From an optimization exercise on the open Yosys and OpenROAD flow, aimed at small area, a short achievable clock period and few clock cycles per item; shortcuts taken in it are not production practice. Function was not checked in any run shown here: the RTL went through the layout flow alone.

**flow/design.v**
```verilog
module sb_xor  (input wire a, input wire b, output wire y); assign y = a ^ b;    endmodule
module sb_xnor (input wire a, input wire b, output wire y); assign y = ~(a ^ b); endmodule
module sb_nand (input wire a, input wire b, output wire y); assign y = ~(a & b); endmodule
module sb_nandb (input wire a, input wire b_n, output wire y); assign y = ~(a & ~b_n); endmodule
module sb_mux  (input wire s, input wire a0, input wire a1, output wire y); assign y = s ? a1 : a0; endmodule
module sb_f00001011 (input wire a, input wire b, input wire c, output wire y);
  wire [7:0] t = 8'b11010000;   
  assign y = t[{a, b, c}];
endmodule
module sb_f00010100 (input wire a, input wire b, input wire c, output wire y);
  wire [7:0] t = 8'b00101000;   
  assign y = t[{a, b, c}];
endmodule
module sb_f00110101 (input wire a, input wire b, input wire c, output wire y);
  wire [7:0] t = 8'b10101100;   
  assign y = t[{a, b, c}];
endmodule
module sb_f00110111 (input wire a, input wire b, input wire c, output wire y);
  wire [7:0] t = 8'b11101100;   
  assign y = t[{a, b, c}];
endmodule
module sb_f00111001 (input wire a, input wire b, input wire c, output wire y);
  wire [7:0] t = 8'b10011100;   
  assign y = t[{a, b, c}];
endmodule
module sb_f01000001 (input wire a, input wire b, input wire c, output wire y);
  wire [7:0] t = 8'b10000010;   
  assign y = t[{a, b, c}];
endmodule
module sb_f10101111 (input wire a, input wire b, input wire c, output wire y);
  wire [7:0] t = 8'b11110101;   
  assign y = t[{a, b, c}];
endmodule
module sb_f11011101 (input wire a, input wire b, input wire c, output wire y);
  wire [7:0] t = 8'b10111011;   
  assign y = t[{a, b, c}];
endmodule
module aes_sbox (
  input  wire [7:0] a,
  output wire [7:0] y
);
  wire U0 = a[7], U1 = a[6], U2 = a[5], U3 = a[4];
  wire U4 = a[3], U5 = a[2], U6 = a[1], U7 = a[0];
  wire T1, T2, T3, T4, T5, T6, T7, T8, T9, T10, T11, T12;
  wire T13, T14, T15, T16, T17, T18, T19, T20, T21, T22, T23, T24;
  wire T25, T26, T27, n_M1, n_M2, n_M4, n_M6, n_M7, n_M9, n_M11, n_M12, n_M14;
  wire M13, Q0, Q1, M20, Q2, Q3, Q8, M21, Q4, Q5, M22, Q6;
  wire Q7, Q9, M23, M37p, M37r, M37, M38p, M38r, M38, M39p, M39r, M39;
  wire M40p, M40r, M40, A0, A1, A2, A3, A4, A5, A6, A7, A8;
  wire A9, A10, A11, A12, A13, A14, A15, A16, A17, A18, A19, A20;
  wire A21, A22, A23, A24, A25, A26, A27, A28, A29, n_P0_37, n_P0_38, n_P0_39;
  wire n_P0_40, n_P1_37, n_P1_38, n_P1_39, n_P1_40, n_P2_37, n_P2_38, n_P2_39, n_P2_40, n_P3_37, n_P3_38, n_P3_39;
  wire n_P3_40, n_P4_37, n_P4_38, n_P4_39, n_P4_40, n_P5_37, n_P5_38, n_P5_39, n_P5_40, n_P6_37, n_P6_38, n_P6_39;
  wire n_P6_40, n_P7_37, n_P7_38, n_P7_39, n_P7_40, Z0, W0, Z1, W1, Z2, W2, Z3;
  wire W3, Z4, W4, Z5, W5, Z6, W6, Z7, W7;
  wire Y0, Y1, Y2, Y3, Y4, Y5, Y6, Y7;
  sb_xor g0 (.a(U0), .b(U3), .y(T1));
  sb_xor g1 (.a(U0), .b(U5), .y(T2));
  sb_xor g2 (.a(U0), .b(U6), .y(T3));
  sb_xor g3 (.a(U3), .b(U5), .y(T4));
  sb_xor g4 (.a(U4), .b(U6), .y(T5));
  sb_xor g5 (.a(T1), .b(T5), .y(T6));
  sb_xor g6 (.a(U1), .b(U2), .y(T7));
  sb_xor g7 (.a(U7), .b(T6), .y(T8));
  sb_xor g8 (.a(U7), .b(T7), .y(T9));
  sb_xor g9 (.a(T6), .b(T7), .y(T10));
  sb_xor g10 (.a(U1), .b(U5), .y(T11));
  sb_xor g11 (.a(U2), .b(U5), .y(T12));
  sb_xor g12 (.a(T3), .b(T4), .y(T13));
  sb_xor g13 (.a(T6), .b(T11), .y(T14));
  sb_xor g14 (.a(T5), .b(T11), .y(T15));
  sb_xor g15 (.a(T5), .b(T12), .y(T16));
  sb_xor g16 (.a(T9), .b(T16), .y(T17));
  sb_xor g17 (.a(U3), .b(U7), .y(T18));
  sb_xor g18 (.a(T7), .b(T18), .y(T19));
  sb_xor g19 (.a(T1), .b(T19), .y(T20));
  sb_xor g20 (.a(U6), .b(U7), .y(T21));
  sb_xor g21 (.a(T7), .b(T21), .y(T22));
  sb_xor g22 (.a(T2), .b(T22), .y(T23));
  sb_xor g23 (.a(T2), .b(T10), .y(T24));
  sb_xor g24 (.a(T20), .b(T17), .y(T25));
  sb_xor g25 (.a(T3), .b(T16), .y(T26));
  sb_xor g26 (.a(T1), .b(T12), .y(T27));
  sb_nand g27 (.a(T13), .b(T6), .y(n_M1));
  sb_nand g28 (.a(T23), .b(T8), .y(n_M2));
  sb_nand g29 (.a(T19), .b(U7), .y(n_M4));
  sb_nand g30 (.a(T3), .b(T16), .y(n_M6));
  sb_nand g31 (.a(T22), .b(T9), .y(n_M7));
  sb_nand g32 (.a(T20), .b(T17), .y(n_M9));
  sb_nand g33 (.a(T1), .b(T15), .y(n_M11));
  sb_nand g34 (.a(T4), .b(T27), .y(n_M12));
  sb_nand g35 (.a(T2), .b(T10), .y(n_M14));
  sb_xor g36 (.a(n_M12), .b(n_M11), .y(M13));
  sb_xnor g37 (.a(T14), .b(n_M1), .y(Q0));
  sb_xnor g38 (.a(n_M2), .b(M13), .y(Q1));
  sb_xor g39 (.a(Q0), .b(Q1), .y(M20));
  sb_xor g40 (.a(n_M4), .b(n_M1), .y(Q2));
  sb_xnor g41 (.a(Q2), .b(n_M14), .y(Q3));
  sb_xnor g42 (.a(n_M11), .b(T24), .y(Q8));
  sb_xor g43 (.a(Q3), .b(Q8), .y(M21));
  sb_xnor g44 (.a(T26), .b(n_M6), .y(Q4));
  sb_xnor g45 (.a(n_M7), .b(M13), .y(Q5));
  sb_xor g46 (.a(Q4), .b(Q5), .y(M22));
  sb_xor g47 (.a(n_M6), .b(n_M11), .y(Q6));
  sb_xor g48 (.a(Q6), .b(T25), .y(Q7));
  sb_xor g49 (.a(n_M9), .b(n_M14), .y(Q9));
  sb_xor g50 (.a(Q7), .b(Q9), .y(M23));
  sb_f00110111 g51 (.a(M20), .b(M21), .c(M22), .y(M37p));
  sb_f00001011 g52 (.a(M20), .b(M21), .c(M22), .y(M37r));
  sb_mux g53 (.s(M23), .a0(M37p), .a1(M37r), .y(M37));
  sb_f00111001 g54 (.a(M20), .b(M21), .c(M22), .y(M38p));
  sb_f00110101 g55 (.a(M20), .b(M21), .c(M22), .y(M38r));
  sb_mux g56 (.s(M23), .a0(M38p), .a1(M38r), .y(M38));
  sb_f00010100 g57 (.a(M20), .b(M21), .c(M22), .y(M39p));
  sb_f11011101 g58 (.a(M20), .b(M21), .c(M22), .y(M39r));
  sb_mux g59 (.s(M23), .a0(M39p), .a1(M39r), .y(M39));
  sb_f01000001 g60 (.a(M20), .b(M21), .c(M22), .y(M40p));
  sb_f10101111 g61 (.a(M20), .b(M21), .c(M22), .y(M40r));
  sb_mux g62 (.s(M23), .a0(M40p), .a1(M40r), .y(M40));
  sb_xor g63 (.a(U1), .b(U3), .y(A0));
  sb_xor g64 (.a(U0), .b(U2), .y(A1));
  sb_xor g65 (.a(U0), .b(T24), .y(A2));
  sb_xor g66 (.a(T2), .b(T17), .y(A3));
  sb_xor g67 (.a(U5), .b(T19), .y(A4));
  sb_xor g68 (.a(T21), .b(A2), .y(A5));
  sb_xor g69 (.a(U3), .b(T21), .y(A6));
  sb_xor g70 (.a(U5), .b(T25), .y(A7));
  sb_xor g71 (.a(T19), .b(A1), .y(A8));
  sb_xor g72 (.a(U1), .b(T6), .y(A9));
  sb_xor g73 (.a(U0), .b(T23), .y(A10));
  sb_xor g74 (.a(U4), .b(T23), .y(A11));
  sb_xor g75 (.a(T9), .b(A6), .y(A12));
  sb_xor g76 (.a(T1), .b(A3), .y(A13));
  sb_xor g77 (.a(U1), .b(T12), .y(A14));
  sb_xor g78 (.a(U7), .b(T11), .y(A15));
  sb_xor g79 (.a(U0), .b(A9), .y(A16));
  sb_xor g80 (.a(U1), .b(A10), .y(A17));
  sb_xor g81 (.a(U6), .b(A2), .y(A18));
  sb_xor g82 (.a(U0), .b(U4), .y(A19));
  sb_xor g83 (.a(U7), .b(T13), .y(A20));
  sb_xor g84 (.a(U2), .b(U3), .y(A21));
  sb_xor g85 (.a(U0), .b(A0), .y(A22));
  sb_xor g86 (.a(U0), .b(A14), .y(A23));
  sb_xor g87 (.a(U2), .b(T25), .y(A24));
  sb_xor g88 (.a(T4), .b(A18), .y(A25));
  sb_xor g89 (.a(T2), .b(T8), .y(A26));
  sb_xor g90 (.a(U0), .b(A5), .y(A27));
  sb_xor g91 (.a(U0), .b(A13), .y(A28));
  sb_xor g92 (.a(U1), .b(A5), .y(A29));
  sb_nand g93 (.a(M37), .b(A0), .y(n_P0_37));
  sb_nand g94 (.a(M38), .b(A11), .y(n_P0_38));
  sb_nand g95 (.a(M39), .b(A25), .y(n_P0_39));
  sb_nand g96 (.a(M40), .b(A8), .y(n_P0_40));
  sb_nand g97 (.a(M37), .b(T24), .y(n_P1_37));
  sb_nand g98 (.a(M38), .b(A1), .y(n_P1_38));
  sb_nand g99 (.a(M39), .b(A12), .y(n_P1_39));
  sb_nand g100 (.a(M40), .b(A22), .y(n_P1_40));
  sb_nand g101 (.a(M37), .b(A29), .y(n_P2_37));
  sb_nand g102 (.a(M38), .b(A18), .y(n_P2_38));
  sb_nand g103 (.a(M39), .b(A15), .y(n_P2_39));
  sb_nand g104 (.a(M40), .b(A23), .y(n_P2_40));
  sb_nand g105 (.a(M37), .b(A7), .y(n_P3_37));
  sb_nand g106 (.a(M38), .b(A13), .y(n_P3_38));
  sb_nand g107 (.a(M39), .b(A19), .y(n_P3_39));
  sb_nand g108 (.a(M40), .b(A14), .y(n_P3_40));
  sb_nand g109 (.a(M37), .b(A3), .y(n_P4_37));
  sb_nand g110 (.a(M38), .b(A4), .y(n_P4_38));
  sb_nand g111 (.a(M39), .b(A6), .y(n_P4_39));
  sb_nand g112 (.a(M40), .b(A2), .y(n_P4_40));
  sb_nand g113 (.a(M37), .b(A27), .y(n_P5_37));
  sb_nand g114 (.a(M38), .b(A20), .y(n_P5_38));
  sb_nand g115 (.a(M39), .b(A9), .y(n_P5_39));
  sb_nand g116 (.a(M40), .b(A17), .y(n_P5_40));
  sb_nand g117 (.a(M37), .b(A5), .y(n_P6_37));
  sb_nand g118 (.a(M38), .b(A9), .y(n_P6_38));
  sb_nand g119 (.a(M39), .b(A21), .y(n_P6_39));
  sb_nand g120 (.a(M40), .b(A16), .y(n_P6_40));
  sb_nand g121 (.a(M37), .b(A10), .y(n_P7_37));
  sb_nand g122 (.a(M38), .b(A28), .y(n_P7_38));
  sb_nand g123 (.a(M39), .b(A26), .y(n_P7_39));
  sb_nand g124 (.a(M40), .b(A24), .y(n_P7_40));
  sb_xor g125 (.a(n_P0_37), .b(n_P0_38), .y(Z0));
  sb_xor g126 (.a(n_P0_39), .b(n_P0_40), .y(W0));
  sb_xor g127 (.a(Z0), .b(W0), .y(Y0));
  sb_xor g128 (.a(n_P1_37), .b(n_P1_38), .y(Z1));
  sb_xor g129 (.a(n_P1_39), .b(n_P1_40), .y(W1));
  sb_xnor g130 (.a(Z1), .b(W1), .y(Y1));
  sb_xor g131 (.a(n_P2_37), .b(n_P2_38), .y(Z2));
  sb_xor g132 (.a(n_P2_39), .b(n_P2_40), .y(W2));
  sb_xnor g133 (.a(Z2), .b(W2), .y(Y2));
  sb_xor g134 (.a(n_P3_37), .b(n_P3_38), .y(Z3));
  sb_xor g135 (.a(n_P3_39), .b(n_P3_40), .y(W3));
  sb_xor g136 (.a(Z3), .b(W3), .y(Y3));
  sb_xor g137 (.a(n_P4_37), .b(n_P4_38), .y(Z4));
  sb_xor g138 (.a(n_P4_39), .b(n_P4_40), .y(W4));
  sb_xor g139 (.a(Z4), .b(W4), .y(Y4));
  sb_xor g140 (.a(n_P5_37), .b(n_P5_38), .y(Z5));
  sb_xor g141 (.a(n_P5_39), .b(n_P5_40), .y(W5));
  sb_xor g142 (.a(Z5), .b(W5), .y(Y5));
  sb_xor g143 (.a(n_P6_37), .b(n_P6_38), .y(Z6));
  sb_xor g144 (.a(n_P6_39), .b(n_P6_40), .y(W6));
  sb_xnor g145 (.a(Z6), .b(W6), .y(Y6));
  sb_xor g146 (.a(n_P7_37), .b(n_P7_38), .y(Z7));
  sb_xor g147 (.a(n_P7_39), .b(n_P7_40), .y(W7));
  sb_xnor g148 (.a(Z7), .b(W7), .y(Y7));
  assign y = {Y0, Y1, Y2, Y3, Y4, Y5, Y6, Y7};
endmodule
module aes_sbox_d (
  input  wire [7:0] a,
  output wire [7:0] y,
  output wire [7:0] y2
);
  wire U0 = a[7], U1 = a[6], U2 = a[5], U3 = a[4];
  wire U4 = a[3], U5 = a[2], U6 = a[1], U7 = a[0];
  wire T1, T2, T3, T4, T5, T6, T7, T8, T9, T10, T11, T12;
  wire T13, T14, T15, T16, T17, T18, T19, T20, T21, T22, T23, T24;
  wire T25, T26, T27, n_M1, n_M2, n_M4, n_M6, n_M7, n_M9, n_M11, n_M12, n_M14;
  wire M13, Q0, Q1, M20, Q2, Q3, Q8, M21, Q4, Q5, M22, Q6;
  wire Q7, Q9, M23, M37p, M37r, M37, M38p, M38r, M38, M39p, M39r, M39;
  wire M40p, M40r, M40, A0, A1, A2, A3, A4, A5, A6, A7, A8;
  wire A9, A10, A11, A12, A13, A14, A15, A16, A17, A18, A19, A20;
  wire A21, A22, A23, A24, A25, A26, A27, A28, A29, n_P0_37, n_P0_38, n_P0_39;
  wire n_P0_40, n_P1_37, n_P1_38, n_P1_39, n_P1_40, n_P2_37, n_P2_38, n_P2_39, n_P2_40, n_P3_37, n_P3_38, n_P3_39;
  wire n_P3_40, n_P4_37, n_P4_38, n_P4_39, n_P4_40, n_P5_37, n_P5_38, n_P5_39, n_P5_40, n_P6_37, n_P6_38, n_P6_39;
  wire n_P6_40, n_P7_37, n_P7_38, n_P7_39, n_P7_40, Z0, W0, Z1, W1, Z2, W2, Z3;
  wire W3, Z4, W4, Z5, W5, Z6, W6, Z7, W7;
  wire Y0, Y1, Y2, Y3, Y4, Y5, Y6, Y7;
  sb_xor g0 (.a(U0), .b(U3), .y(T1));
  sb_xor g1 (.a(U0), .b(U5), .y(T2));
  sb_xor g2 (.a(U0), .b(U6), .y(T3));
  sb_xor g3 (.a(U3), .b(U5), .y(T4));
  sb_xor g4 (.a(U4), .b(U6), .y(T5));
  sb_xor g5 (.a(T1), .b(T5), .y(T6));
  sb_xor g6 (.a(U1), .b(U2), .y(T7));
  sb_xor g7 (.a(U7), .b(T6), .y(T8));
  sb_xor g8 (.a(U7), .b(T7), .y(T9));
  sb_xor g9 (.a(T6), .b(T7), .y(T10));
  sb_xor g10 (.a(U1), .b(U5), .y(T11));
  sb_xor g11 (.a(U2), .b(U5), .y(T12));
  sb_xor g12 (.a(T3), .b(T4), .y(T13));
  sb_xor g13 (.a(T6), .b(T11), .y(T14));
  sb_xor g14 (.a(T5), .b(T11), .y(T15));
  sb_xor g15 (.a(T5), .b(T12), .y(T16));
  sb_xor g16 (.a(T9), .b(T16), .y(T17));
  sb_xor g17 (.a(U3), .b(U7), .y(T18));
  sb_xor g18 (.a(T7), .b(T18), .y(T19));
  sb_xor g19 (.a(T1), .b(T19), .y(T20));
  sb_xor g20 (.a(U6), .b(U7), .y(T21));
  sb_xor g21 (.a(T7), .b(T21), .y(T22));
  sb_xor g22 (.a(T2), .b(T22), .y(T23));
  sb_xor g23 (.a(T2), .b(T10), .y(T24));
  sb_xor g24 (.a(T20), .b(T17), .y(T25));
  sb_xor g25 (.a(T3), .b(T16), .y(T26));
  sb_xor g26 (.a(T1), .b(T12), .y(T27));
  sb_nand g27 (.a(T13), .b(T6), .y(n_M1));
  sb_nand g28 (.a(T23), .b(T8), .y(n_M2));
  sb_nand g29 (.a(T19), .b(U7), .y(n_M4));
  sb_nand g30 (.a(T3), .b(T16), .y(n_M6));
  sb_nand g31 (.a(T22), .b(T9), .y(n_M7));
  sb_nand g32 (.a(T20), .b(T17), .y(n_M9));
  sb_nand g33 (.a(T1), .b(T15), .y(n_M11));
  sb_nand g34 (.a(T4), .b(T27), .y(n_M12));
  sb_nand g35 (.a(T2), .b(T10), .y(n_M14));
  sb_xor g36 (.a(n_M12), .b(n_M11), .y(M13));
  sb_xnor g37 (.a(T14), .b(n_M1), .y(Q0));
  sb_xnor g38 (.a(n_M2), .b(M13), .y(Q1));
  sb_xor g39 (.a(Q0), .b(Q1), .y(M20));
  sb_xor g40 (.a(n_M4), .b(n_M1), .y(Q2));
  sb_xnor g41 (.a(Q2), .b(n_M14), .y(Q3));
  sb_xnor g42 (.a(n_M11), .b(T24), .y(Q8));
  sb_xor g43 (.a(Q3), .b(Q8), .y(M21));
  sb_xnor g44 (.a(T26), .b(n_M6), .y(Q4));
  sb_xnor g45 (.a(n_M7), .b(M13), .y(Q5));
  sb_xor g46 (.a(Q4), .b(Q5), .y(M22));
  sb_xor g47 (.a(n_M6), .b(n_M11), .y(Q6));
  sb_xor g48 (.a(Q6), .b(T25), .y(Q7));
  sb_xor g49 (.a(n_M9), .b(n_M14), .y(Q9));
  sb_xor g50 (.a(Q7), .b(Q9), .y(M23));
  sb_f00110111 g51 (.a(M20), .b(M21), .c(M22), .y(M37p));
  sb_f00001011 g52 (.a(M20), .b(M21), .c(M22), .y(M37r));
  sb_mux g53 (.s(M23), .a0(M37p), .a1(M37r), .y(M37));
  sb_f00111001 g54 (.a(M20), .b(M21), .c(M22), .y(M38p));
  sb_f00110101 g55 (.a(M20), .b(M21), .c(M22), .y(M38r));
  sb_mux g56 (.s(M23), .a0(M38p), .a1(M38r), .y(M38));
  sb_f00010100 g57 (.a(M20), .b(M21), .c(M22), .y(M39p));
  sb_f11011101 g58 (.a(M20), .b(M21), .c(M22), .y(M39r));
  sb_mux g59 (.s(M23), .a0(M39p), .a1(M39r), .y(M39));
  sb_f01000001 g60 (.a(M20), .b(M21), .c(M22), .y(M40p));
  sb_f10101111 g61 (.a(M20), .b(M21), .c(M22), .y(M40r));
  sb_mux g62 (.s(M23), .a0(M40p), .a1(M40r), .y(M40));
  sb_xor g63 (.a(U1), .b(U3), .y(A0));
  sb_xor g64 (.a(U0), .b(U2), .y(A1));
  sb_xor g65 (.a(U0), .b(T24), .y(A2));
  sb_xor g66 (.a(T2), .b(T17), .y(A3));
  sb_xor g67 (.a(U5), .b(T19), .y(A4));
  sb_xor g68 (.a(T21), .b(A2), .y(A5));
  sb_xor g69 (.a(U3), .b(T21), .y(A6));
  sb_xor g70 (.a(U5), .b(T25), .y(A7));
  sb_xor g71 (.a(T19), .b(A1), .y(A8));
  sb_xor g72 (.a(U1), .b(T6), .y(A9));
  sb_xor g73 (.a(U0), .b(T23), .y(A10));
  sb_xor g74 (.a(U4), .b(T23), .y(A11));
  sb_xor g75 (.a(T9), .b(A6), .y(A12));
  sb_xor g76 (.a(T1), .b(A3), .y(A13));
  sb_xor g77 (.a(U1), .b(T12), .y(A14));
  sb_xor g78 (.a(U7), .b(T11), .y(A15));
  sb_xor g79 (.a(U0), .b(A9), .y(A16));
  sb_xor g80 (.a(U1), .b(A10), .y(A17));
  sb_xor g81 (.a(U6), .b(A2), .y(A18));
  sb_xor g82 (.a(U0), .b(U4), .y(A19));
  sb_xor g83 (.a(U7), .b(T13), .y(A20));
  sb_xor g84 (.a(U2), .b(U3), .y(A21));
  sb_xor g85 (.a(U0), .b(A0), .y(A22));
  sb_xor g86 (.a(U0), .b(A14), .y(A23));
  sb_xor g87 (.a(U2), .b(T25), .y(A24));
  sb_xor g88 (.a(T4), .b(A18), .y(A25));
  sb_xor g89 (.a(T2), .b(T8), .y(A26));
  sb_xor g90 (.a(U0), .b(A5), .y(A27));
  sb_xor g91 (.a(U0), .b(A13), .y(A28));
  sb_xor g92 (.a(U1), .b(A5), .y(A29));
  sb_nand g93 (.a(M37), .b(A0), .y(n_P0_37));
  sb_nand g94 (.a(M38), .b(A11), .y(n_P0_38));
  sb_nand g95 (.a(M39), .b(A25), .y(n_P0_39));
  sb_nand g96 (.a(M40), .b(A8), .y(n_P0_40));
  sb_nand g97 (.a(M37), .b(T24), .y(n_P1_37));
  sb_nand g98 (.a(M38), .b(A1), .y(n_P1_38));
  sb_nand g99 (.a(M39), .b(A12), .y(n_P1_39));
  sb_nand g100 (.a(M40), .b(A22), .y(n_P1_40));
  sb_nand g101 (.a(M37), .b(A29), .y(n_P2_37));
  sb_nand g102 (.a(M38), .b(A18), .y(n_P2_38));
  sb_nand g103 (.a(M39), .b(A15), .y(n_P2_39));
  sb_nand g104 (.a(M40), .b(A23), .y(n_P2_40));
  sb_nand g105 (.a(M37), .b(A7), .y(n_P3_37));
  sb_nand g106 (.a(M38), .b(A13), .y(n_P3_38));
  sb_nand g107 (.a(M39), .b(A19), .y(n_P3_39));
  sb_nand g108 (.a(M40), .b(A14), .y(n_P3_40));
  sb_nand g109 (.a(M37), .b(A3), .y(n_P4_37));
  sb_nand g110 (.a(M38), .b(A4), .y(n_P4_38));
  sb_nand g111 (.a(M39), .b(A6), .y(n_P4_39));
  sb_nand g112 (.a(M40), .b(A2), .y(n_P4_40));
  sb_nand g113 (.a(M37), .b(A27), .y(n_P5_37));
  sb_nand g114 (.a(M38), .b(A20), .y(n_P5_38));
  sb_nand g115 (.a(M39), .b(A9), .y(n_P5_39));
  sb_nand g116 (.a(M40), .b(A17), .y(n_P5_40));
  sb_nand g117 (.a(M37), .b(A5), .y(n_P6_37));
  sb_nand g118 (.a(M38), .b(A9), .y(n_P6_38));
  sb_nand g119 (.a(M39), .b(A21), .y(n_P6_39));
  sb_nand g120 (.a(M40), .b(A16), .y(n_P6_40));
  sb_nand g121 (.a(M37), .b(A10), .y(n_P7_37));
  sb_nand g122 (.a(M38), .b(A28), .y(n_P7_38));
  sb_nand g123 (.a(M39), .b(A26), .y(n_P7_39));
  sb_nand g124 (.a(M40), .b(A24), .y(n_P7_40));
  sb_xor g125 (.a(n_P0_37), .b(n_P0_38), .y(Z0));
  sb_xor g126 (.a(n_P0_39), .b(n_P0_40), .y(W0));
  sb_xor g127 (.a(Z0), .b(W0), .y(Y0));
  sb_xor g128 (.a(n_P1_37), .b(n_P1_38), .y(Z1));
  sb_xor g129 (.a(n_P1_39), .b(n_P1_40), .y(W1));
  sb_xnor g130 (.a(Z1), .b(W1), .y(Y1));
  sb_xor g131 (.a(n_P2_37), .b(n_P2_38), .y(Z2));
  sb_xor g132 (.a(n_P2_39), .b(n_P2_40), .y(W2));
  sb_xnor g133 (.a(Z2), .b(W2), .y(Y2));
  sb_xor g134 (.a(n_P3_37), .b(n_P3_38), .y(Z3));
  sb_xor g135 (.a(n_P3_39), .b(n_P3_40), .y(W3));
  sb_xor g136 (.a(Z3), .b(W3), .y(Y3));
  sb_xor g137 (.a(n_P4_37), .b(n_P4_38), .y(Z4));
  sb_xor g138 (.a(n_P4_39), .b(n_P4_40), .y(W4));
  sb_xor g139 (.a(Z4), .b(W4), .y(Y4));
  sb_xor g140 (.a(n_P5_37), .b(n_P5_38), .y(Z5));
  sb_xor g141 (.a(n_P5_39), .b(n_P5_40), .y(W5));
  sb_xor g142 (.a(Z5), .b(W5), .y(Y5));
  sb_xor g143 (.a(n_P6_37), .b(n_P6_38), .y(Z6));
  sb_xor g144 (.a(n_P6_39), .b(n_P6_40), .y(W6));
  sb_xnor g145 (.a(Z6), .b(W6), .y(Y6));
  sb_xor g146 (.a(n_P7_37), .b(n_P7_38), .y(Z7));
  sb_xor g147 (.a(n_P7_39), .b(n_P7_40), .y(W7));
  sb_xnor g148 (.a(Z7), .b(W7), .y(Y7));
  assign y = {Y0, Y1, Y2, Y3, Y4, Y5, Y6, Y7};
  wire R0, R1, R2, R3, R4, R5, R6, R7;
  sb_xor d127 (.a(Z0), .b(W0), .y(R0));
  sb_xnor d130 (.a(Z1), .b(W1), .y(R1));
  sb_xnor d133 (.a(Z2), .b(W2), .y(R2));
  sb_xor d136 (.a(Z3), .b(W3), .y(R3));
  sb_xor d139 (.a(Z4), .b(W4), .y(R4));
  sb_xor d142 (.a(Z5), .b(W5), .y(R5));
  sb_xnor d145 (.a(Z6), .b(W6), .y(R6));
  sb_xnor d148 (.a(Z7), .b(W7), .y(R7));
  assign y2 = {R0, R1, R2, R3, R4, R5, R6, R7};
endmodule
module aes_round (
  input  wire [127:0] st,
  input  wire [127:0] rk,
  input  wire [7:0]   rcon,
  output wire [127:0] sr,
  output wire [127:0] mc,
  output wire [127:0] next_rk,
  output wire [127:0] kp,        
  output wire [31:0]  ksw        
);
  genvar i, j;
  wire [31:0] w0 = rk[127:96];
  wire [31:0] w1 = rk[95:64];
  wire [31:0] w2 = rk[63:32];
  wire [31:0] w3 = rk[31:0];
  wire [31:0] sw;                        
  aes_sbox ks0 (.a(w3[23:16]), .y(sw[31:24]));
  aes_sbox ks1 (.a(w3[15:8]),  .y(sw[23:16]));
  aes_sbox ks2 (.a(w3[7:0]),   .y(sw[15:8]));
  aes_sbox ks3 (.a(w3[31:24]), .y(sw[7:0]));
  wire [31:0] p0  = w0 ^ {rcon, 24'h0};
  wire [31:0] p1  = p0 ^ w1;
  wire [31:0] p2  = p0 ^ (w1 ^ w2);
  wire [31:0] p3  = (p0 ^ w1) ^ (w2 ^ w3);
  assign kp = {p0, p1, p2, p3};
  assign ksw = sw;
  generate
    for (i = 0; i < 128; i = i + 1) begin : g_ks
      sb_xor xk (.a(kp[i]), .b(sw[i % 32]), .y(next_rk[i]));
    end
  endgenerate
  wire [7:0]   sb [0:15];
  wire [7:0]   sb2 [0:15];
  wire [127:0] srm;
  generate
    for (i = 0; i < 16; i = i + 1) begin : g_sub
      aes_sbox_d sbx (.a(st[127 - 8*i -: 8]), .y(sb[i]), .y2(sb2[i]));
      assign srm[127 - 8*i -: 8] = sb[(i % 4) + 4 * (((i / 4) + (i % 4)) % 4)];
      assign sr[127 - 8*i -: 8]  = sb2[(i % 4) + 4 * (((i / 4) + (i % 4)) % 4)];
    end
  endgenerate
  genvar k, b;
  generate
    for (i = 0; i < 4; i = i + 1) begin : g_mix
      wire [31:0] a = srm[127 - 32*i -: 32];
      wire [31:0] d;                           
      wire [31:0] t;                           
      wire [31:0] x;                           
      wire [31:0] o;                           
      for (k = 0; k < 4; k = k + 1) begin : g_byte
        for (b = 0; b < 8; b = b + 1) begin : g_bit
          sb_xor xd (.a(a[8*(3-k) + b]), .b(a[8*(3-(k+1)%4) + b]), .y(d[8*(3-k) + b]));
          sb_xor xt (.a(a[8*(3-(k+1)%4) + b]), .b(d[8*(3-(k+2)%4) + b]), .y(t[8*(3-k) + b]));
          if (b == 0) begin : g_x0
            assign x[8*(3-k)] = d[8*(3-k) + 7];
          end else if (b == 1 || b == 3 || b == 4) begin : g_xr
            sb_xor xr (.a(d[8*(3-k) + b - 1]), .b(d[8*(3-k) + 7]), .y(x[8*(3-k) + b]));
          end else begin : g_xs
            assign x[8*(3-k) + b] = d[8*(3-k) + b - 1];
          end
          sb_xor xo (.a(x[8*(3-k) + b]), .b(t[8*(3-k) + b]), .y(o[8*(3-k) + b]));
        end
      end
      assign mc[127 - 32*i -: 32] = o;
    end
  endgenerate
endmodule
module kx_sel (
  input  wire [127:0] v,
  input  wire         s0,      
  input  wire         s1,      
  input  wire         s2,      
  output wire [127:0] y_n
);
  wire [127:0] d1 = {v[126:0], 1'b0} ^ (v[127] ? 128'h87 : 128'h0);
  wire [127:0] d2 = {d1[126:0], 1'b0} ^ (d1[127] ? 128'h87 : 128'h0);
  assign y_n = ~(({128{s0}} & v) | ({128{s1}} & d1) | ({128{s2}} & d2));
endmodule
module st_next (
  input  wire         g,
  input  wire [127:0] m,
  input  wire [127:0] r_n,
  input  wire [127:0] q,
  output wire [127:0] y
);
  wire [127:0] f, nm;
  genvar i;
  generate
    for (i = 0; i < 128; i = i + 1) begin : g_bit
      sb_xnor xf (.a(r_n[i]), .b(q[i]), .y(f[i]));
      sb_nand gm (.a(g), .b(m[i]), .y(nm[i]));
      sb_xnor xy (.a(nm[i]), .b(f[i]), .y(y[i]));
    end
  endgenerate
endmodule
module sx_tag_engine (
  input  wire         clk,
  input  wire         rst,         
  input  wire         start,
  output wire         ready,
  input  wire [127:0] key,
  input  wire [63:0]  uid,
  input  wire [15:0]  acmd,
  input  wire [31:0]  acnt,
  input  wire [15:0]  alen,
  input  wire [63:0]  atag,
  input  wire         in_valid,
  output wire         in_ready,
  input  wire [15:0]  in_data,
  output reg          done,
  output wire [63:0]  tag,
  output wire         match
);
  localparam [1:0] P_IDLE = 2'd0,    
                   P_MSG  = 2'd1,    
                   P_L    = 2'd2,    
                   P_FIN  = 2'd3;    
  reg  [1:0]   ph;
  reg  [127:0] st;         
  reg  [127:0] rk;         
  reg  [127:0] blk;        
  reg  [3:0]   rnd;        
  reg          last;       
  reg  [15:0]  wrem;       
  reg          wz;         
  reg  [2:0]   wpos;       
  reg          bfull;      
  reg  [7:0] rcon;
  always @(*) begin
    case (rnd)
      4'd1:    rcon = 8'h01;
      4'd2:    rcon = 8'h02;
      4'd3:    rcon = 8'h04;
      4'd4:    rcon = 8'h08;
      4'd5:    rcon = 8'h10;
      4'd6:    rcon = 8'h20;
      4'd7:    rcon = 8'h40;
      4'd8:    rcon = 8'h80;
      4'd9:    rcon = 8'h1b;
      default: rcon = 8'h36;
    endcase
  end
  wire [127:0] sr, mc, nrk, kp;
  wire [31:0]  ksw;
  aes_round u_round (.st(st), .rk(rk), .rcon(rcon), .sr(sr), .mc(mc), .next_rk(nrk),
                     .kp(kp), .ksw(ksw));
  wire [127:0] hdr  = {uid, acmd, acnt, alen};
  wire         full = (alen[3:0] == 4'd0);   
  wire [127:0] mask = full ? {128{1'b1}} : ~({128{1'b1}} >> (8 * alen[3:0]));
  wire [127:0] pad  = full ? 128'd0 : ({8'h80, 120'd0} >> (8 * alen[3:0]));
  wire   idle     = (ph == P_IDLE);
  wire   go       = idle && start;
  wire   alen0    = (alen == 16'd0);
  assign ready    = idle;
  assign in_ready = !idle && !wz && !bfull;
  wire   take     = in_valid && in_ready;
  wire   adv      = !idle && (!last || ph != P_MSG || bfull);
  wire   lastmsg  = last && ph == P_MSG;
  reg  [1:0]  ph_n;
  reg  [3:0]  rnd_n;
  reg         last_n, bfull_n, wz_n, done_n;
  reg  [2:0]  wpos_n;
  reg  [15:0] wrem_n;
  always @(*) begin
    ph_n = ph; rnd_n = rnd; last_n = last; bfull_n = bfull; wz_n = wz;
    wpos_n = wpos; wrem_n = wrem; done_n = 1'b0;
    if (go) begin
      rnd_n   = 4'd1;
      last_n  = 1'b0;
      wrem_n  = {1'b0, alen[15:1]} + {15'd0, alen[0]};
      wz_n    = alen0;
      wpos_n  = 3'd0;
      bfull_n = 1'b0;
      ph_n    = alen0 ? P_L : P_MSG;
    end else if (adv) begin
      rnd_n  = last ? 4'd1 : rnd + 4'd1;
      last_n = (rnd == 4'd9);
      if (last) begin
        case (ph)
          P_MSG: begin
            bfull_n = 1'b0;
            if (wz) ph_n = P_L;
          end
          P_L:   ph_n = P_FIN;
          default: begin              
            done_n = 1'b1;
            ph_n   = P_IDLE;
          end
        endcase
      end
    end
    if (take) begin
      wpos_n = wpos + 3'd1;
      wrem_n = wrem - 16'd1;
      wz_n   = (wrem == 16'd1);
      if (wpos == 3'd7 || wrem == 16'd1) bfull_n = 1'b1;
    end
    if (rst) begin
      ph_n   = P_IDLE;
      done_n = 1'b0;
    end
  end
  wire   idle_n   = (ph_n == P_IDLE);
  wire   adv_n    = !idle_n && (!last_n || ph_n != P_MSG || bfull_n);
  wire   lmsg_n   = adv_n && last_n && ph_n == P_MSG;
  wire   ll_n     = adv_n && last_n && ph_n == P_L;
  reg    use_mc, use_rn, use_s0, use_k1, use_k2, use_kr, use_b, use_hr, hold,
         ld_key, to_l;
  always @(posedge clk) begin
    use_mc <= adv_n && !last_n;
    use_rn <= adv_n && last_n && (ph_n == P_FIN || (ph_n == P_MSG && !wz_n));
    use_s0 <= adv_n && (!last_n || ph_n == P_FIN || (ph_n == P_MSG && !wz_n));
    use_k1 <= ll_n && full;
    use_k2 <= ll_n && !full;
    use_kr <= lmsg_n || ll_n;
    use_b  <= (lmsg_n && !wz_n) || (ll_n && !alen0);
    use_hr <= ll_n && alen0;
    hold   <= !idle_n && !adv_n;
    ld_key <= adv_n && last_n;
    to_l   <= lmsg_n && wz_n;
  end
  wire   use_k    = go || use_kr;
  wire   use_h    = (go && !alen0) || use_hr;
  wire [127:0] rk_term_n, sr_term_n, st_d;
  kx_sel u_kr (.v(nrk), .s0(use_s0), .s1(use_k1), .s2(use_k2), .y_n(rk_term_n));
  kx_sel u_ks (.v(sr),  .s0(use_rn),           .s1(use_k1), .s2(use_k2), .y_n(sr_term_n));
  wire [127:0] early = ({128{use_k}} & key)
                     ^ (({128{use_b}} & blk) | ({128{use_h}} & hdr) | ({128{hold}} & st));
  wire [127:0] q = ~sr_term_n ^ early;
  st_next u_next (.g(use_mc), .m(mc), .r_n(rk_term_n), .q(q), .y(st_d));
  assign tag = st[127:64];
  reg  [7:0] mpart;
  assign match = &mpart;
  wire [127:0] blk_e = ph[1] ? 128'd0 : ((blk & mask) ^ pad);
  wire [127:0] bx1, blk_x;
  genvar i;
  generate
    for (i = 0; i < 128; i = i + 1) begin : g_bx
      sb_xor xb1 (.a(sr[i]), .b(blk_e[i]), .y(bx1[i]));
      sb_xor xb2 (.a(bx1[i]), .b(nrk[i]), .y(blk_x[i]));
    end
  endgenerate
  always @(posedge clk) begin
    ph    <= ph_n;
    done  <= done_n;
    rnd   <= rnd_n;
    last  <= last_n;
    bfull <= bfull_n;
    wz    <= wz_n;
    wpos  <= wpos_n;
    wrem  <= wrem_n;
  end
  integer n;
  always @(posedge clk) begin
    st <= st_d;
    rk <= ({128{go || ld_key}} & key) | ({128{use_mc}} & nrk) | ({128{hold}} & rk);
    if (take)
      blk[127 - 16*wpos -: 16] <= {in_data[7:0], in_data[15:8]};
    else if (to_l)
      blk <= blk_x;
    for (n = 0; n < 8; n = n + 1)
      mpart[n] <= (blk_x[64 + 8*n +: 8] == atag[8*n +: 8]);
  end
endmodule
```
**flow/standard.sh**
```bash
#!/bin/bash
# synth_recipe.tcl (not shown) runs the flow's synth.tcl, then flattens the netlist and writes it again
# the make line also repeats each setting of config.mk as NAME=value (left out here)
make -C /OpenROAD-flow-scripts/flow DESIGN_CONFIG=/design/flow/config.mk WORK_HOME=/design/flow/orfs CLKGATE_MAP_FILE= SYNTH_SCRIPT=/design/flow/synth_recipe.tcl "${@:-finish}"
```
**flow/constraint.sdc**
```tcl
create_clock -name core_clock -period 8.0 [get_ports {clk}]
set_input_delay 1.6000 -clock core_clock [delete_from_list [all_inputs] [get_ports {clk}]]
set_output_delay 1.6000 -clock core_clock [all_outputs]
set_load 0.01 [all_outputs]
```
**flow/config.mk**
```make
export PLATFORM = sky130hd
export DESIGN_NAME = sx_tag_engine
export DESIGN_NICKNAME = sx_tag_engine
export VERILOG_FILES = /design/flow/design.v
export SDC_FILE = /design/flow/constraint.sdc
export NUM_CORES = 8
export LEC_CHECK = 0
export CAP_MARGIN = 20
export CORE_MARGIN = 2
export CORE_UTILIZATION = 30
export PLACE_DENSITY = 0.5
export SETUP_SLACK_MARGIN = 2.0
export SLEW_MARGIN = 20
export SYNTH_HIERARCHICAL = 1
export SYNTH_MINIMUM_KEEP_SIZE = 0
```
**flow/flow/run.sh**
```bash
#!/bin/bash
# The standard layout (standard.sh), with one change: the port buffers that
# global placement adds are sky130_fd_sc_hd__buf_1 instead of the delay buffer
# buffer_ports picks by itself.  The whole output goes to standard.log here.
set -euo pipefail
export BUFFER_PORTS_ARGS="-buffer_cell sky130_fd_sc_hd__buf_1"
bash standard.sh > standard.log 2>&1
```
==> results of run 1 <==
==> routing by layer <==
| metal | vias up | track usage | wire (um) |
|---|---|---|---|
| li1 | 25000 | - | - |
| met1 | 28100 | 0.361 | 127000 |
| met2 | 3373 | 0.424 | 138000 |
| met3 | 675 | 0.0599 | 31400 |
| met4 | 10 | 0.175 | 23000 |
| met5 | - | 0 | 72 |
==> worst paths after layout <==
path | start | endpoint | depth (start not counted)
max reg2reg | rk[6] | st[15] | 14
min reg2reg | rk[84] | rk[84] | 2
min | rk[84] | rk[84] | 2
max | rk[6] | st[15] | 14
==> critical path, delay by kind of cell, from the launching register on <==
kind	cells	cell delay [ns]
DFF	1	0.72
and+or+nand+nor	1	0.11
AOI/OAI and AO/OA	1	0.46
muxes	1	0.42
xor gates and xnor gates	11	4.17
==> cell type report <==
cell class / instances / area, sq um / share of cell area
Clock buffer: 88 / 1940 / 0.0274
Antenna cell: 22 / 55.1 / 0.000777
Multi-Input combinational cell: 6325 / 51200 / 0.722
Sequential cell: 440 / 10300 / 0.146
Timing Repair Buffer: 543 / 2710 / 0.0382
Clock inverter: 35 / 390 / 0.00551
Inverter: 193 / 724 / 0.0102
Tap cell: 2821 / 3530 / 0.0498
==> sequential cells by signal, indices dropped and copies added, names as in the netlist <==
signal	flops
bfull	1
blk	128
done	1
hold	1
last	1
ld_key	1
mpart	8
ph	2
rcon	8
rk	128
rnd	4
st	128
to_l	1
use_b	1
use_hr	1
use_k1	1
use_k2	1
use_kr	1
use_mc	1
use_rn	1
use_s0	1
wpos	3
wrem	16
wz	1
==> through the flow <==
| step | util | area, sq um | worst slack [ns] | std cells |
|---|---|---|---|---|
| 2_1_floorplan | - | 64200 | 2.31 | 7582 |
| 3_3_place_gp | 0.314 | 66700 | 1.23 | 10300 |
| 3_5_place_dp | 0.315 | 66800 | 1.25 | 10300 |
| 4_1_cts | 0.329 | 69900 | 1.79 | 10400 |
| 5_1_grt | 0.333 | 70800 | 1.87 | 10500 |
| 6_report | 0.333 | 70900 | 1.94 | 10500 |
==> cell usage in the layout (no fill, tap or decap), drive strengths merged, types with 5 or more instances in the layout <==
cell	n
xor2	2788
nand2	1125
xnor2	835
buf	541
a222oi	512
nor2	302
dfxtp	293
inv	197
edfxtp	147
and2	140
a221oi	129
mux2	100
clkbuf	90
nand2b	74
nor2b	33
a21oi	32
xnor3	32
ha	25
o21ai	24
nand4	23
diode	22
a21o	20
a21boi	20
clkinv	20
nand3	19
nor3	16
and3	14
nor4	13
clkinvlp	7
a211oi	5
==> what timing repair did <==
action | 4_1_cts | 5_1_grt
gates resized for setup | 96 | 132
hold endpoints to repair | 0 | 0
setup endpoints to repair | 168 | 201
setup buffers | 0 | 2
pin swaps | 0 | 1
==> results_dict.tcl, run 1 <==
set metrics [dict create \
    status "no timing/DRC/antenna violations" \
    worstSkewPairLatency_ns 0.71 \
    initial_core_util 0.302 \
    die_area_sq_mm 0.218 \
    grt_pass1_vias 54000 \
    drc 0 \
    cts_buffers 67 \
    drt_iter0_drc 9338 \
    netlist_instances 7582 \
    crit_path_cell_trace "xor2_1, xor2_1, xor2_1, xor2_1, xor2_1, xor2_1, mux2_4, nand2_1, xor2_1, xor2_2, xor2_2, a222oi_1, xnor2_1, xnor2_2" \
    portBuffers 407 \
    synth_warnings 8 \
    fin_crit_ns 6.06 \
    hold_class "register to register" \
    synth_nets 7947 \
    area_growth_pct 10.3 \
    fillers 22400 \
    syn_area_sq_mm 0.0642 \
    cp_slowest_cell "dfxtp_1" \
    drive_gt1_frac 0.0879 \
    cts_tree "done" \
    postRouteAntennaNets 0 \
    htreeDepth 3 \
    rrSetupSlack_ns 1.94 \
    clk_path_buf_depth 3 \
    tns_ns 0 \
    wl_per_cell_um 30.5 \
    grt_use_total 0.280 \
    worst_hold_slack_ns 0.512 \
    hold_viol 0 \
    cts.sinks 440 \
    critPathLaunchType "register" \
    cp_max_fo 9 \
    critPathKind "register to register" \
    via_count 57200 \
    routed_wl_um 319000 \
    overflow 0 \
    clock_skew_ns 0.0473 \
    cts_hold_buf 0 \
    path_clk_slew_ns 0.06 \
    antenna_found_initial 31 \
    die_y_um 467 \
    syn_area_per_cell_sq_um 8.47 \
    rows 169 \
    cp-end-kind "register" \
    drv_slew 0 \
    arrival_ns 6.58 \
    via_per_inst 5.46 \
    grt_pass1_wl_um 434000 \
    dr.pass1.iters 12 \
    cp.required_ns 8.52 \
    ios 408 \
    crit_top_cell "xor2_1" \
    fmax_ghz 0.165 \
    gp_congestion 1.02 \
    setup-violations-final 0 \
    core_area_sq_mm 0.213 \
    rsz0062_at_grt "true" \
    final_nets 7935 \
    tightestPinTransition_ns 1.30 \
    grt_max_degree 138 \
    fp.dieW_um 467 \
    final.period_utilization 0.758 \
    slowest_delay_ns 0.72 \
    slew_headroom 0.134 \
    root_buffer "clkbuf_16" \
    dp_hpwl_um 251000 \
    drv_cap 0 \
]
==> inputs of run 2 (changes only) <==
--- a/flow/design.v
+++ b/flow/design.v
@@ -546,69 +546,13 @@
   wire   lastmsg  = last && ph == P_MSG;
-  reg  [1:0]  ph_n;
-  reg  [3:0]  rnd_n;
-  reg         last_n, bfull_n, wz_n, done_n;
-  reg  [2:0]  wpos_n;
-  reg  [15:0] wrem_n;
-  always @(*) begin
-    ph_n = ph; rnd_n = rnd; last_n = last; bfull_n = bfull; wz_n = wz;
-    wpos_n = wpos; wrem_n = wrem; done_n = 1'b0;
-    if (go) begin
-      rnd_n   = 4'd1;
-      last_n  = 1'b0;
-      wrem_n  = {1'b0, alen[15:1]} + {15'd0, alen[0]};
-      wz_n    = alen0;
-      wpos_n  = 3'd0;
-      bfull_n = 1'b0;
-      ph_n    = alen0 ? P_L : P_MSG;
-    end else if (adv) begin
-      rnd_n  = last ? 4'd1 : rnd + 4'd1;
-      last_n = (rnd == 4'd9);
-      if (last) begin
-        case (ph)
-          P_MSG: begin
-            bfull_n = 1'b0;
-            if (wz) ph_n = P_L;
-          end
-          P_L:   ph_n = P_FIN;
-          default: begin              
-            done_n = 1'b1;
-            ph_n   = P_IDLE;
-          end
-        endcase
-      end
-    end
-    if (take) begin
-      wpos_n = wpos + 3'd1;
-      wrem_n = wrem - 16'd1;
-      wz_n   = (wrem == 16'd1);
-      if (wpos == 3'd7 || wrem == 16'd1) bfull_n = 1'b1;
-    end
-    if (rst) begin
-      ph_n   = P_IDLE;
-      done_n = 1'b0;
-    end
-  end
-  wire   idle_n   = (ph_n == P_IDLE);
-  wire   adv_n    = !idle_n && (!last_n || ph_n != P_MSG || bfull_n);
-  wire   lmsg_n   = adv_n && last_n && ph_n == P_MSG;
-  wire   ll_n     = adv_n && last_n && ph_n == P_L;
-  reg    use_mc, use_rn, use_s0, use_k1, use_k2, use_kr, use_b, use_hr, hold,
-         ld_key, to_l;
-  always @(posedge clk) begin
-    use_mc <= adv_n && !last_n;
-    use_rn <= adv_n && last_n && (ph_n == P_FIN || (ph_n == P_MSG && !wz_n));
-    use_s0 <= adv_n && (!last_n || ph_n == P_FIN || (ph_n == P_MSG && !wz_n));
-    use_k1 <= ll_n && full;
-    use_k2 <= ll_n && !full;
-    use_kr <= lmsg_n || ll_n;
-    use_b  <= (lmsg_n && !wz_n) || (ll_n && !alen0);
-    use_hr <= ll_n && alen0;
-    hold   <= !idle_n && !adv_n;
-    ld_key <= adv_n && last_n;
-    to_l   <= lmsg_n && wz_n;
-  end
-  wire   use_k    = go || use_kr;
-  wire   use_h    = (go && !alen0) || use_hr;
+  wire   lastl    = last && ph == P_L;
+  wire   hold     = !idle && !adv;
+  wire   use_mc   = adv && !last;
+  wire   use_rn   = adv && last && (ph == P_FIN || (ph == P_MSG && !wz));
+  wire   use_k1   = adv && lastl && full;
+  wire   use_k2   = adv && lastl && !full;
+  wire   use_k    = go || (adv && (lastmsg || lastl));
+  wire   use_b    = adv && ((lastmsg && !wz) || (lastl && !alen0));
+  wire   use_h    = (go && !alen0) || (adv && lastl && alen0);
   wire [127:0] rk_term_n, sr_term_n, st_d;
-  kx_sel u_kr (.v(nrk), .s0(use_s0), .s1(use_k1), .s2(use_k2), .y_n(rk_term_n));
+  kx_sel u_kr (.v(nrk), .s0(use_mc || use_rn), .s1(use_k1), .s2(use_k2), .y_n(rk_term_n));
   kx_sel u_ks (.v(sr),  .s0(use_rn),           .s1(use_k1), .s2(use_k2), .y_n(sr_term_n));
@@ -631,10 +575,39 @@
   always @(posedge clk) begin
-    ph    <= ph_n;
-    done  <= done_n;
-    rnd   <= rnd_n;
-    last  <= last_n;
-    bfull <= bfull_n;
-    wz    <= wz_n;
-    wpos  <= wpos_n;
-    wrem  <= wrem_n;
+    if (rst) begin
+      ph   <= P_IDLE;
+      done <= 1'b0;
+    end else begin
+      done <= 1'b0;
+      if (go) begin
+        rnd   <= 4'd1;
+        last  <= 1'b0;
+        wrem  <= {1'b0, alen[15:1]} + {15'd0, alen[0]};
+        wz    <= alen0;
+        wpos  <= 3'd0;
+        bfull <= 1'b0;
+        ph    <= alen0 ? P_L : P_MSG;
+      end else if (adv) begin
+        rnd  <= last ? 4'd1 : rnd + 4'd1;
+        last <= (rnd == 4'd9);
+        if (last) begin
+          case (ph)
+            P_MSG: begin
+              bfull <= 1'b0;
+              if (wz) ph <= P_L;
+            end
+            P_L:   ph <= P_FIN;
+            default: begin              
+              done  <= 1'b1;
+              ph    <= P_IDLE;
+            end
+          endcase
+        end
+      end
+      if (take) begin
+        wpos <= wpos + 3'd1;
+        wrem <= wrem - 16'd1;
+        wz   <= (wrem == 16'd1);
+        if (wpos == 3'd7 || wrem == 16'd1) bfull <= 1'b1;
+      end
+    end
   end
@@ -643,6 +616,7 @@
     st <= st_d;
-    rk <= ({128{go || ld_key}} & key) | ({128{use_mc}} & nrk) | ({128{hold}} & rk);
+    rk <= ({128{go || (adv && last)}} & key) | ({128{adv && !last}} & nrk)
+        | ({128{hold}} & rk);
     if (take)
       blk[127 - 16*wpos -: 16] <= {in_data[7:0], in_data[15:8]};
-    else if (to_l)
+    else if (adv && lastmsg && wz)
       blk <= blk_x;
==> run 2 against run 1 <==
Compared with the run above: still clean on timing, DRC and antenna; die area increased by 2.6%; register-to-register slack improved by 0.11 ns; hold slack improved by 0.021 ns; maximum frequency increased by 0.69%; cell count increased by 3.5%; utilization decreased by 0.34 points; count of clock-buffer cells in the layout decreased by 9; synthesized cell count increased by 4.7%; non-clock buffer count decreased by 6; worst setup slack improved by 0.042 ns; highest routed layer unchanged.
==> results_dict.tcl, run 2 <==
set metrics [dict create \
    drc 0 \
    slew_headroom 0.0626 \
    dp_hpwl_um 260000 \
    gp_congestion 0.981 \
    regArea_sq_mm 0.0102 \
    wl_per_cell_um 30.6 \
    via_per_inst 5.53 \
    min_from "rk[67]" \
    fin_crit_ns 6.02 \
    final_common_cell "xor2_1" \
    drt_iter0_drc 10600 \
    ff2ff_path_depth 15 \
    rrSetupSlack_ns 2.05 \
    r2r_end "st[23]" \
    drv_cap 0 \
    rows 172 \
    fp.dieW_um 473 \
    path_clk_slew_ns 0.06 \
    cts.sinks 429 \
    fin_area_sq_mm 0.0723 \
    portBuffers 407 \
    initial_core_util 0.301 \
    hold_class "register to register" \
    setup-violations-final 0 \
    synth_nets 8308 \
    core_area_sq_mm 0.219 \
    multi_input_area_sq_mm 0.0525 \
    wl_met2_um 137000 \
    drv_slew 0 \
    routed_wl_um 332000 \
    cp_max_fo 50 \
    grt_use_total 0.283 \
    via_count 59900 \
    critPathLaunchType "primary input" \
    die_area_sq_mm 0.223 \
    critPathKind "primary input to register" \
    worstHoldPathCells 2 \
    top_layer "met5" \
    clk_path_buf_depth 3 \
    synth_warnings 8 \
    rsz0062_at_grt "true" \
    fillers 23100 \
    r2r_start "st[37]" \
    worst_hold_slack_ns 0.533 \
    cts_buffers 58 \
    fmax_ghz 0.166 \
    postRouteAntennaNets 0 \
    antenna_found_initial 28 \
    final_nets 8267 \
    drive_gt1_frac 0.0831 \
    layout_common_cells "xor2_1 (2606), nand2_1 (1236), xnor2_1 (801)" \
    grt_pass1_vias 56500 \
    m1WireLength_um 135000 \
    dr.pass1.iters 15 \
    clock_skew_ns 0.0522 \
    arrival_ns 6.59 \
    final.period_utilization 0.752 \
    hold_viol 0 \
    root_buffer "clkbuf_16" \
    grt_max_degree 147 \
    ios 408 \
    netlist_instances 7937 \
    die_y_um 473 \
    worstSkewPairLatency_ns 0.73 \
    dpl_cell_area_sq_mm 0.0686 \
    overflow 0 \
    largestRegisters "blk x128, rk x128, st x128" \
    hold_path_end "rk[67]" \
    cts_setup_buffers 0 \
    tns_ns 0 \
    cts_tree "done" \
    htreeDepth 2 \
    cp.required_ns 8.57 \
    syn_area_per_cell_sq_um 8.30 \
    syn_area_sq_mm 0.0659 \
    tightestPinTransition_ns 1.41 \
    status "no timing/DRC/antenna violations" \
    cp-end-kind "register" \
    wl_met3_um 36000 \
    grt_pass1_wl_um 452000 \
    area_growth_pct 9.72 \
]
-- run 2: changes by cell type in the layout (fill, tap and decap cells not counted), moves of 12 or more --
| cell | change |
|---|---|
| nor2b_4 | -16 |
| a222oi_1 | -114 |
| a221oi_2 | +42 |
| nand2_1 | +112 |
| and2_1 | -12 |
| and3_1 | +36 |
| inv_1 | +110 |
| a221oi_1 | +71 |
| nor2b_1 | +16 |
| o31ai_1 | +113 |
| dfxtp_1 | -17 |
-- run 2: worst max-delay path: stages --
cell and delay, ns:
buf_1 0.07, buf_4 0.20, inv_1 0.27, ha_1 0.63, nor3b_4 0.69, buf_4 0.37, nand4_1 0.31, a32o_4 0.63
buf_12 0.35, a221oi_1 0.44, xnor2_1 0.18, xnor2_2 0.59, xnor2_1 0.15
-- run 2: what timing repair did --
item / CTS / global route
pin swaps: 0 / 4
resized for setup: 94 / 124
endpoints found under the setup margin: 205 / 168
hold buffers: 0 / 0
-- run 2: through the flow --
| step | utilization | worst slack, ns | instances |
|---|---|---|---|
| detailed placement | 0.313 | 1.05 | 10700 |
| global placement | 0.313 | 1.11 | 10700 |
| floorplan | - | 2.28 | 7937 |
| global route | 0.330 | 1.86 | 10800 |
| finish | 0.330 | 1.98 | 10800 |
| CTS | 0.326 | 2.01 | 10800 |
-- run 2: layer usage --
metal,vias to the layer above,global-route usage
li1,26000,-
met1,29500,0.377
met2,3751,0.412
met3,646,0.0667
met4,16,0.172
met5,-,0
-- run 2: worst max-delay path by stage --
stage	startpoint	end	cells after the start
finish	alen[1]	st[97]	13
global route	st[28]	st[23]	17
CTS	st[119]	st[23]	18
detailed placement	rk[4]	mpart[1]	17
global placement	rk[4]	mpart[1]	17
floorplan	ph[1]	st[125]	13
-- run 2: final cells by class --
class                      instances  share of cell area
multi-input combinational       6564               0.726
inverter                         306              0.0160
timing repair buffer             537              0.0372
clock inverter                    31             0.00597
tap                             2871              0.0497
antenna                           17            0.000588
clock buffer                      79              0.0236
sequential                       429               0.141

-- port drivers added, routing unchanged --
In the flow no input, the clock included, has a driving cell. The finished layouts below were timed again as built, in two steps. Step 1 (the two cells are an assumption about what drives the block):
set clk [get_ports {clk}]
set_driving_cell -lib_cell sky130_fd_sc_hd__clkbuf_16 $clk
set_driving_cell -lib_cell sky130_fd_sc_hd__buf_2 [delete_from_list [all_inputs] $clk]
Step 2, shift: input delay + t, output delay - t, t = (earliest + latest rising clock arrival at the registers) / 2. This alone moves slack from input paths to output paths. a / b / c = ideal ports / drivers / drivers and shift; a / b = the first two.
run | t (ns) | slack for setup (ns) | hold WS [ns]
run 1 | 0.764 | 1.938 / 1.938 / 1.938 | 0.512 / 0.512 / 0.512
run 2 | 0.792 | 1.980 / 2.045 / 1.257 | 0.533 / 0.533 / 0.533
After both steps setup and hold are still met in every run listed. The setup slack of run 2, which loses most, moves by +0.065 ns with the drivers and by -0.723 ns with both steps.
